Context: an optimization exercise on an open-source flow, tuned for small area and a short achievable clock period. The choices shown serve that exercise and are no tape-out recipe. The RTL was checked by simulation tests, not by an equivalence proof against the original design. Power is estimated from default activity; no workload was simulated.

===== flow/design.v =====
module vx_topk #(
    parameter integer K = 16
) (
    input  wire          clk,
    input  wire          rst,           
    input  wire          in_valid,
    input  wire          in_last,       
    input  wire [31:0]   in_key,        
    input  wire [2:0]    in_ktype,      
    input  wire          in_desc,       
    input  wire          in_drop_nan,   
    output reg           out_valid,
    output reg  [K*32-1:0] out_key,     
    output reg  [K*16-1:0] out_tag,     
    output wire [4:0]    out_count,     
    output wire          out_nan_seen,  
    output wire          out_err        
);
    localparam [2:0] KT_FP32 = 3'd0, KT_BF16 = 3'd1, KT_FP16 = 3'd2,
                     KT_INT32 = 3'd3, KT_UINT32 = 3'd4, KT_UINT16 = 3'd5;
    integer i, j;
    reg         s0_vld, s0_last;
    reg  [31:0] s0_key;
    reg  [2:0]  s0_kt;
    reg         s0_desc, s0_drop;
    always @(posedge clk) begin
        s0_vld  <= in_valid && !rst;
        s0_last <= in_last;
        s0_key  <= in_key;
        s0_kt   <= in_ktype;
        s0_desc <= in_desc;
        s0_drop <= in_drop_nan;
    end
    reg         row_open;
    reg  [2:0]  row_kt;
    reg         row_desc, row_drop;
    wire        first   = !row_open;
    wire [2:0]  ktype   = first ? s0_kt   : row_kt;
    wire        desc    = first ? s0_desc : row_desc;
    wire        dropnan = first ? s0_drop : row_drop;
    wire        kt_bad  = (ktype == 3'd6) || (ktype == 3'd7);
    always @(posedge clk) begin
        if (rst)         row_open <= 1'b0;
        else if (s0_vld) row_open <= !s0_last;
        if (s0_vld && first) begin
            row_kt   <= s0_kt;
            row_desc <= s0_desc;
            row_drop <= s0_drop;
        end
    end
    reg  [31:0] w_key;      
    reg         k_nan;
    reg  [4:0]  h_lz;
    wire [31:0] ik = s0_key;
    always @* begin
        w_key   = ik;
        k_nan   = 1'b0;
        h_lz    = 5'd0;
        case (ktype)
            KT_FP32: begin
                k_nan   = (ik[30:23] == 8'hFF) && (ik[22:0] != 0);
                w_key   = ik;
            end
            KT_BF16: begin
                k_nan   = (ik[14:7] == 8'hFF) && (ik[6:0] != 0);
                w_key   = {ik[15:0], 16'd0};
            end
            KT_FP16: begin
                k_nan   = (ik[14:10] == 5'h1F) && (ik[9:0] != 0);
                if (ik[14:10] == 5'h1F)
                    w_key = {ik[15], 8'hFF, ik[9:0], 13'd0};
                else if (ik[14:10] != 0)
                    w_key = {ik[15], 3'd0, ik[14:10], ik[9:0], 13'd0} +
                            {1'b0, 8'd112, 23'd0};
                else if (ik[9:0] == 0)
                    w_key = {ik[15], 31'd0};
                else begin
                    for (j = 0; j < 10; j = j + 1)
                        if (ik[j]) h_lz = 5'd9 - j[4:0];
                    w_key = {ik[15], 8'd112 - {3'd0, h_lz},
                             ((ik[9:0] << (h_lz + 5'd1)) & 10'h3FF), 13'd0};
                end
            end
            KT_UINT16: w_key = {16'd0, ik[15:0]};
            default:   w_key = ik;
        endcase
        if (k_nan) w_key = 32'h7FC00000;
    end
    wire k_float = (ktype == KT_FP32) || (ktype == KT_BF16) || (ktype == KT_FP16);
    wire k_sint  = (ktype == KT_INT32);
    reg         s1_vld, s1_last, s1_first, s1_take, s1_nan, s1_bad;
    reg  [31:0] s1_key;
    reg         s1_float, s1_sint, s1_desc, s1_zero;
    always @(posedge clk) begin
        s1_vld   <= s0_vld && !rst;
        s1_last  <= s0_last;
        s1_first <= first;
        s1_take  <= !kt_bad && !(k_nan && dropnan);
        s1_nan   <= k_nan;
        s1_bad   <= kt_bad;
        s1_key   <= w_key;
        s1_float <= k_float;
        s1_sint  <= k_sint;
        s1_desc  <= desc;
        s1_zero  <= (w_key[30:0] == 31'd0);
    end
    reg  [K-1:0] lv;           
    reg  [4:0]  cnt;           
    reg  [15:0] idx;           
    reg         r_nan, r_bad;
    wire        take = s1_vld && s1_take;
    wire [15:0] tag  = s1_first ? 16'd0 : idx;
    wire [K-1:0] cur = s1_first ? {K{1'b0}} : lv;    
    wire n31 = s1_key[31];
    reg  [5:0] rt;            
    always @* begin
        rt = 6'd0;
        if (s1_nan) begin
            rt = 6'd0;                          
        end else if (s1_float) begin
            if (!s1_desc) begin
                if (!n31) rt = {3'b000, 3'b001};                     
                else      rt = {3'b100, s1_zero ? 3'b001 : 3'b111};   
            end else begin
                if (!n31) rt = {s1_zero ? 3'b001 : 3'b111, 3'b100};  
                else      rt = {3'b001, 3'b000};                     
            end
        end else begin
            if (!s1_desc) begin
                if (!n31) rt = {s1_sint ? 3'b000 : 3'b111, 3'b001};
                else      rt = {3'b001, s1_sint ? 3'b111 : 3'b000};
            end else begin
                if (!n31) rt = {s1_sint ? 3'b111 : 3'b000, 3'b100};
                else      rt = {3'b100, s1_sint ? 3'b000 : 3'b111};
            end
        end
    end
    wire [47:0] v_ent [0:K-1];
    wire [47:0] vn_ent [0:K-1];
    wire [1:0]  cm_ent [0:K-1];
    reg  [K-1:0] gb;          
    reg  [1:0]  cm;
    reg  [31:0] v;
    reg         e_nan;
    always @* begin
        for (i = 0; i < K; i = i + 1) begin
            v     = v_ent[i][47:16];
            cm    = cm_ent[i];
            e_nan = s1_float && (&v[30:22]);
            if (!cur[i])
                gb[i] = 1'b1;
            else if (e_nan && !s1_nan)
                gb[i] = 1'b1;
            else if (v[31])
                gb[i] = cm[0] ? rt[3] : cm[1] ? rt[4] : rt[5];
            else
                gb[i] = cm[0] ? rt[0] : cm[1] ? rt[1] : rt[2];
        end
    end
    wire        clr = s1_vld && s1_first;
    reg  [K-1:0] gbt, s_new, s_sh, s_hold;
    always @* begin
        for (i = 0; i < K; i = i + 1)
            gbt[i] = take && gb[i];
        for (i = 0; i < K; i = i + 1) begin
            s_new[i]  = gbt[i] && (i == 0 || !gbt[(i+K-1)%K]);
            s_sh[i]   = gbt[i] && (i != 0 && gbt[(i+K-1)%K]) && !clr;
            s_hold[i] = !gbt[i] && !clr;
        end
    end
    genvar g;
    generate
        for (g = 0; g < K; g = g + 1) begin : g_slot
            vx_topk_cmp u_cmp (
                .n  (s1_key[30:0]),
                .en (vn_ent[g][46:16]),
                .lt (cm_ent[g][0]),
                .le (cm_ent[g][1])
            );
            vx_topk_slot #(.W(48)) u_slot (
                .clk  (clk),
                .hold (s_hold[g]),
                .ins  (s_new[g]),
                .shift(s_sh[g]),
                .nn   (~{s1_key, tag}),
                .pn   (vn_ent[(g+K-1)%K]),
                .q    (v_ent[g]),
                .qn   (vn_ent[g])
            );
        end
    endgenerate
    always @(posedge clk) begin
        if (s1_vld) begin
            lv    <= take ? {cur[K-2:0], 1'b1} : cur;
            cnt   <= (s1_first ? 5'd0 : cnt) + {4'd0, take && !cur[K-1]};
            idx   <= tag + 16'd1;
            r_nan <= (!s1_first && r_nan) || s1_nan;
            r_bad <= s1_bad;
        end
    end
    always @(posedge clk) begin
        if (rst) out_valid <= 1'b0;
        else     out_valid <= s1_vld && s1_last;
    end
    always @* begin
        for (i = 0; i < K; i = i + 1) begin
            out_key[32*i +: 32] = v_ent[i][47:16];
            out_tag[16*i +: 16] = v_ent[i][15:0];
        end
    end
    assign out_count    = cnt;
    assign out_nan_seen = r_nan;
    assign out_err      = r_bad;
endmodule
module vx_topk_slot #(
    parameter integer W = 48
) (
    input  wire         clk,
    input  wire         hold,
    input  wire         ins,
    input  wire         shift,
    input  wire [W-1:0] nn,
    input  wire [W-1:0] pn,
    output reg  [W-1:0] q,
    output wire [W-1:0] qn
);
    assign qn = ~q;
    always @(posedge clk)
        q <= ~(({W{hold}} & qn) | ({W{ins}} & nn) | ({W{shift}} & pn));
endmodule
module vx_topk_cmp (
    input  wire [30:0] n,
    input  wire [30:0] en,
    output wire        lt,
    output wire        le
);
    reg [31:0] g, p;
    integer l, k, w;
    always @* begin
        g = {1'b0, ~(n | en)};
        p = {1'b1, ~(n & en)};
        w = 32;
        for (l = 0; l < 5; l = l + 1) begin
            w = w / 2;
            for (k = 0; k < 16; k = k + 1)
                if (k < w) begin
                    g[k] = g[2*k+1] | (p[2*k+1] & g[2*k]);
                    p[k] = p[2*k+1] & p[2*k];
                end
        end
    end
    assign lt = g[0];
    assign le = g[0] | p[0];
endmodule

===== flow/flow/run.sh =====
#!/bin/bash
# The standard layout (the standard.sh), with two changes to how it is
# made; the clock period and constraints are unchanged:
#  - each port gets a sky130_fd_sc_hd__buf_1 as its port buffer;
#  - timing repair aims at a setup slack of 15.8 ns.
# make's full output goes to make_finish.log in the work folder; ORFS's
# per-step logs are under orfs/logs.
set -o pipefail
bash standard.sh "BUFFER_PORTS_ARGS=-buffer_cell sky130_fd_sc_hd__buf_1" \
    SETUP_SLACK_MARGIN=15.8 finish > make_finish.log 2>&1

===== flow/standard.sh =====
#!/bin/bash
# synth_recipe.tcl (not shown) runs the flow's synth.tcl, then flattens the netlist and writes it again
# the make line also repeats each setting of config.mk as NAME=value (left out here)
make -C /OpenROAD-flow-scripts/flow DESIGN_CONFIG=/design/flow/config.mk WORK_HOME=/design/flow/orfs CLKGATE_MAP_FILE= SYNTH_SCRIPT=/design/flow/synth_recipe.tcl "${@:-finish}"

===== flow/config.mk =====
export PLATFORM = sky130hd
export DESIGN_NAME = vx_topk
export DESIGN_NICKNAME = vx_topk
export VERILOG_FILES = /design/flow/design.v
export SDC_FILE = /design/flow/constraint.sdc
export NUM_CORES = 4
export LEC_CHECK = 0
export CAP_MARGIN = 20
export CORE_MARGIN = 2
export CORE_UTILIZATION = 40
export SLEW_MARGIN = 20

===== flow/constraint.sdc =====
create_clock -name core_clock -period 22.0 [get_ports {clk}]
set_input_delay 4.4000 -clock core_clock [delete_from_list [all_inputs] [get_ports {clk}]]
set_output_delay 4.4000 -clock core_clock [all_outputs]
set_load 0.01 [all_outputs]

==> impl_metrics.toml <==
[placed_design]
gp_congestion = 1.024
portBuffers = 816
placed_area_um2 = 50810
dp_hpwl_um = 189800

[clock_tree]
cts_tree = "built"
cts_sinks = 895
clkSlewWorstSetupHoldPaths_ps = 60
cts_hold_buf = 0
clk_latency_ps = 730
cts_buffers = 102
cts-htree-levels = 3
cts_buffer_depth = 3
cts_root_buf = "clkbuf_16"

[worst_hold_path]
min_from = "s0_last"
whs_endpoint = "s1_last"
min_path_cells = 0
hold_class = "reg -> reg"

[global_route]
grt_usage = 0.4184
grt_pass1_wl_um = 365000
grt_overflow = 0
grt_pass1_vias = 46540
antenna_found_initial = 6
grt_start_max_net_pins = 97

[synthesis]
synth_top_area_frac = 0.3663
ys_ff_latch = 895
synth_seq_area_share = 0.3947
synth_area_leaders = "dfxtp_1 37%, mux2i_1 5.6%, nor2_1 5.4%"
yosys-top-cells-count = "851 x dfxtp_1, 664 x nor2_1, 515 x inv_1, 323 x clkbuf_1, 302 x a21oi_1"
syn_inst = 5490
yosysTopAreaCell = "dfxtp_1"
syn_area_um2 = 46510
ys.flop_type = "dfxtp_1"
avgSynthCellArea_um2 = 8.472
synth_warnings = 3
synth.most_common_cell = "dfxtp_1"
synth_nets = 5536
ys_types = 97
async_reset_ff_frac = 0
synth_edf_count = 44

[job]
cap_viol_max_count = 0

[route]
vias = 51250
top_layer = "met5"
ant_nets = 0
wl_met1_um = 97360
drc = 0
dr_wl_met3_um = 36170
routedWlPerCell_um = 34.27
drt_first_pass_iters = 14
drt_first_iter_violations = 8545
via_per_inst = 6.692
wl_um = 262400
met2_length_um = 110200

[power]
power_switching_w = 0.001544
vdd_drop_max_mv = 0.07380
p_per_area_nw_per_um2 = 84.56
p_leak_nw = 22.78
p_int_w = 0.003057
sw_frac_of_total = 0.3355
pwr-share-clk = 0.397
pwr-share-seq = 0.408
comb_power_share = 0.195

[sta]
tightest_slew_ps = 1215
tns_ps = 0
min_period_over_period = 0.2874
fin_skew_ps = 39.44
fmax_mhz = 158.1
slew_headroom = 0.1889
fin_crit_ps = 6324
grt_setup_unrepaired = "no"
finalHoldViolCount = 0
setup_viol = 0
drv_slew = 0

[layout]
syn2layout_area_growth_pct = 16.98
nNetsFinal = 6093
fillers = 11490
final_layout_size_suffix_gt1_frac = 0.07355
final_area_um2 = 54410
multi_input_comb_area_um2 = 24430
regArea_um2 = 18360

[worst_setup_path]
end_kind = "flop"
crit-reg2reg-capture = "g_slot[0].u_slot.q[15]"
cp.required_ps = 22600
reg2reg_depth = 12
critical_path_class = "reg -> reg"
cp-start-kind = "flop"
crit_fanout = 33
rrSetupSlack_ps = 15680
r2r_start = "s1_key[1]"
cp.arrival_ps = 6920

[floorplan]
io_pins = 817
dieArea_um2 = 119000
rows = 125
initial_core_util = 0.4019
die_w_um = 345.0
die_h_um = 345.0
coreArea_um2 = 115700

[outcome]
status = "timing/DRC/antenna clean"
-- routing by layer --
metal  track usage  up-vias
met2        0.6250     3901
met4        0.2421        6
li1              -    21420
met3        0.1404      727
met5             0        -
met1        0.5248    25190
-- sequential cells by signal, indices dropped and copies added, names as in the netlist, 3 cells and up --
register,flops
cnt,5
g_slot.u_slot.q,768
idx,16
lv,16
row_kt,3
s0_key,32
s0_kt,3
s1_key,32
-- worst max-delay path, stage by stage, from the launching register on --
cell,delay [ps]
dfxtp_1,330
buf_4,280
inv_1,480
o221ai_1,440
o22ai_1,200
maj3_1,450
o21ai_0,640
o211ai_1,320
a211oi_1,690
mux2i_1,330
o21ai_4,710
buf_4,750
mux2_2,410
-- cells by family (layout without fill, tap and decap cells) --
kind of cell / after synthesis / in the layout / share of synthesized area
muxes: 283 / 283 / 0.06469
xor gates and xnor gates: 21 / 21 / 0.003954
adders and majority gates: 116 / 116 / 0.02523
and+or+nand+nor: 1510 / 1510 / 0.1526
DFF: 895 / 895 / 0.3947
AOI/OAI and AO/OA: 1629 / 1629 / 0.2711
other: 0 / 2 / 0
buffers and inverters: 1036 / 1678 / 0.08775
-- per-stage QoR --
step | std cells | power [W] | setup WS [ps] | util | hold slack, ps
after floorplan | 5490 | 0.002346 | 17160 | - | 331.5
final | 7658 | 0.004601 | 15680 | 0.4702 | 356.4
after global routing | 7656 | 0.004698 | 15810 | 0.4701 | 372.8
after detailed placement | 7462 | 0.002758 | 15570 | 0.4390 | 346.1
after global placement | 7461 | 0.002752 | 15640 | 0.4387 | 344.9
after CTS | 7651 | 0.004552 | 15850 | 0.4694 | 359.2
-- timing repair --
| item | 4_1_cts | 5_1_grt |
|---|---|---|
| endpoints found under the setup margin | 30 | 31 |
| gates resized for setup | 1 | 1 |
| buffers inserted | 0 | 2 |
| pin swaps | 0 | 1 |
-- power by group through the flow --
stage	Combinational, W	Clock [W]	Sequential, W
after CTS	0.000858	0.00183	0.00187
after floorplan	0.000459	0	0.00189
after global routing	0.000925	0.00189	0.00188
final	0.000897	0.00183	0.00188
after detailed placement	0.000855	0	0.00190
after global placement	0.000849	0	0.00190
-- layout by cell type (no fill, tap or decap), types with 44 or more instances in the layout --
cell type | netlist | final
nand2_1 | 213 | 207
nand3_1 | 64 | 63
o21ai_0 | 119 | 119
o22ai_1 | 95 | 95
nor2_1 | 664 | 637
inv_1 | 515 | 514
dfxtp_1 | 851 | 849
o22a_1 | 227 | 227
nor2b_1 | 111 | 111
nand2b_1 | 114 | 114
o221ai_1 | 66 | 66
buf_4 | 1 | 145
a21oi_1 | 302 | 299
a222oi_1 | 211 | 211
nand4_1 | 47 | 47
buf_1 | 47 | 815
clkbuf_16 | 0 | 106
a211oi_1 | 54 | 54
a221oi_1 | 181 | 181
edfxtp_1 | 44 | 44
mux2i_1 | 259 | 256
nor3_1 | 166 | 163
a22oi_1 | 74 | 74
maj3_1 | 111 | 111
-- layout make-up --
type / instances / share of cell area
inverters: 525 / 0.03626
flip-flops and latches: 895 / 0.3375
repair buffers: 964 / 0.07770
clock buffers: 157 / 0.05650
multi-input cells: 3559 / 0.4489
diodes: 2 / 0.00009198
clock inverters: 32 / 0.008002
well taps: 1524 / 0.03504
-- how the worst max path moves through the flow --
stage | start | end | depth (start not counted)
floorplan | g_slot[5].u_slot.q[47] | out_key[191] | 0
global placement | s1_key[13] | g_slot[4].u_slot.q[42] | 12
detailed placement | s1_key[13] | g_slot[4].u_slot.q[26] | 12
CTS | g_slot[0].u_slot.q[47] | out_key[31] | 1
global route | s1_key[1] | g_slot[0].u_slot.q[15] | 12
finish | s1_key[1] | g_slot[0].u_slot.q[15] | 12

==> re-timing with driven ports <==
In the flow no input, the clock included, has a driving cell. The finished layout below was timed again as built, in two steps.
Step 1: set_driving_cell puts a clkbuf_16 on clk and a buf_2 on each other input, an assumption about the parent block.
Step 2 times the ports against the registers' clock, not the clock port: input delays grow and output delays shrink by t, the midpoint of the rising clock arrivals with the driver on.
a / b / c = ideal ports / drivers / drivers and shift; a / b = the first two.
t (ns): 0.798
setup slack, ns: 15.676 / 15.676 / 15.676
worst setup path at the end: register to register
worst slew at a driven data input, ns: 0.05
After both steps this run still meets setup and hold. For this run, drivers alone change the setup slack by 0.000 ns; drivers and shift together by 0.000 ns.
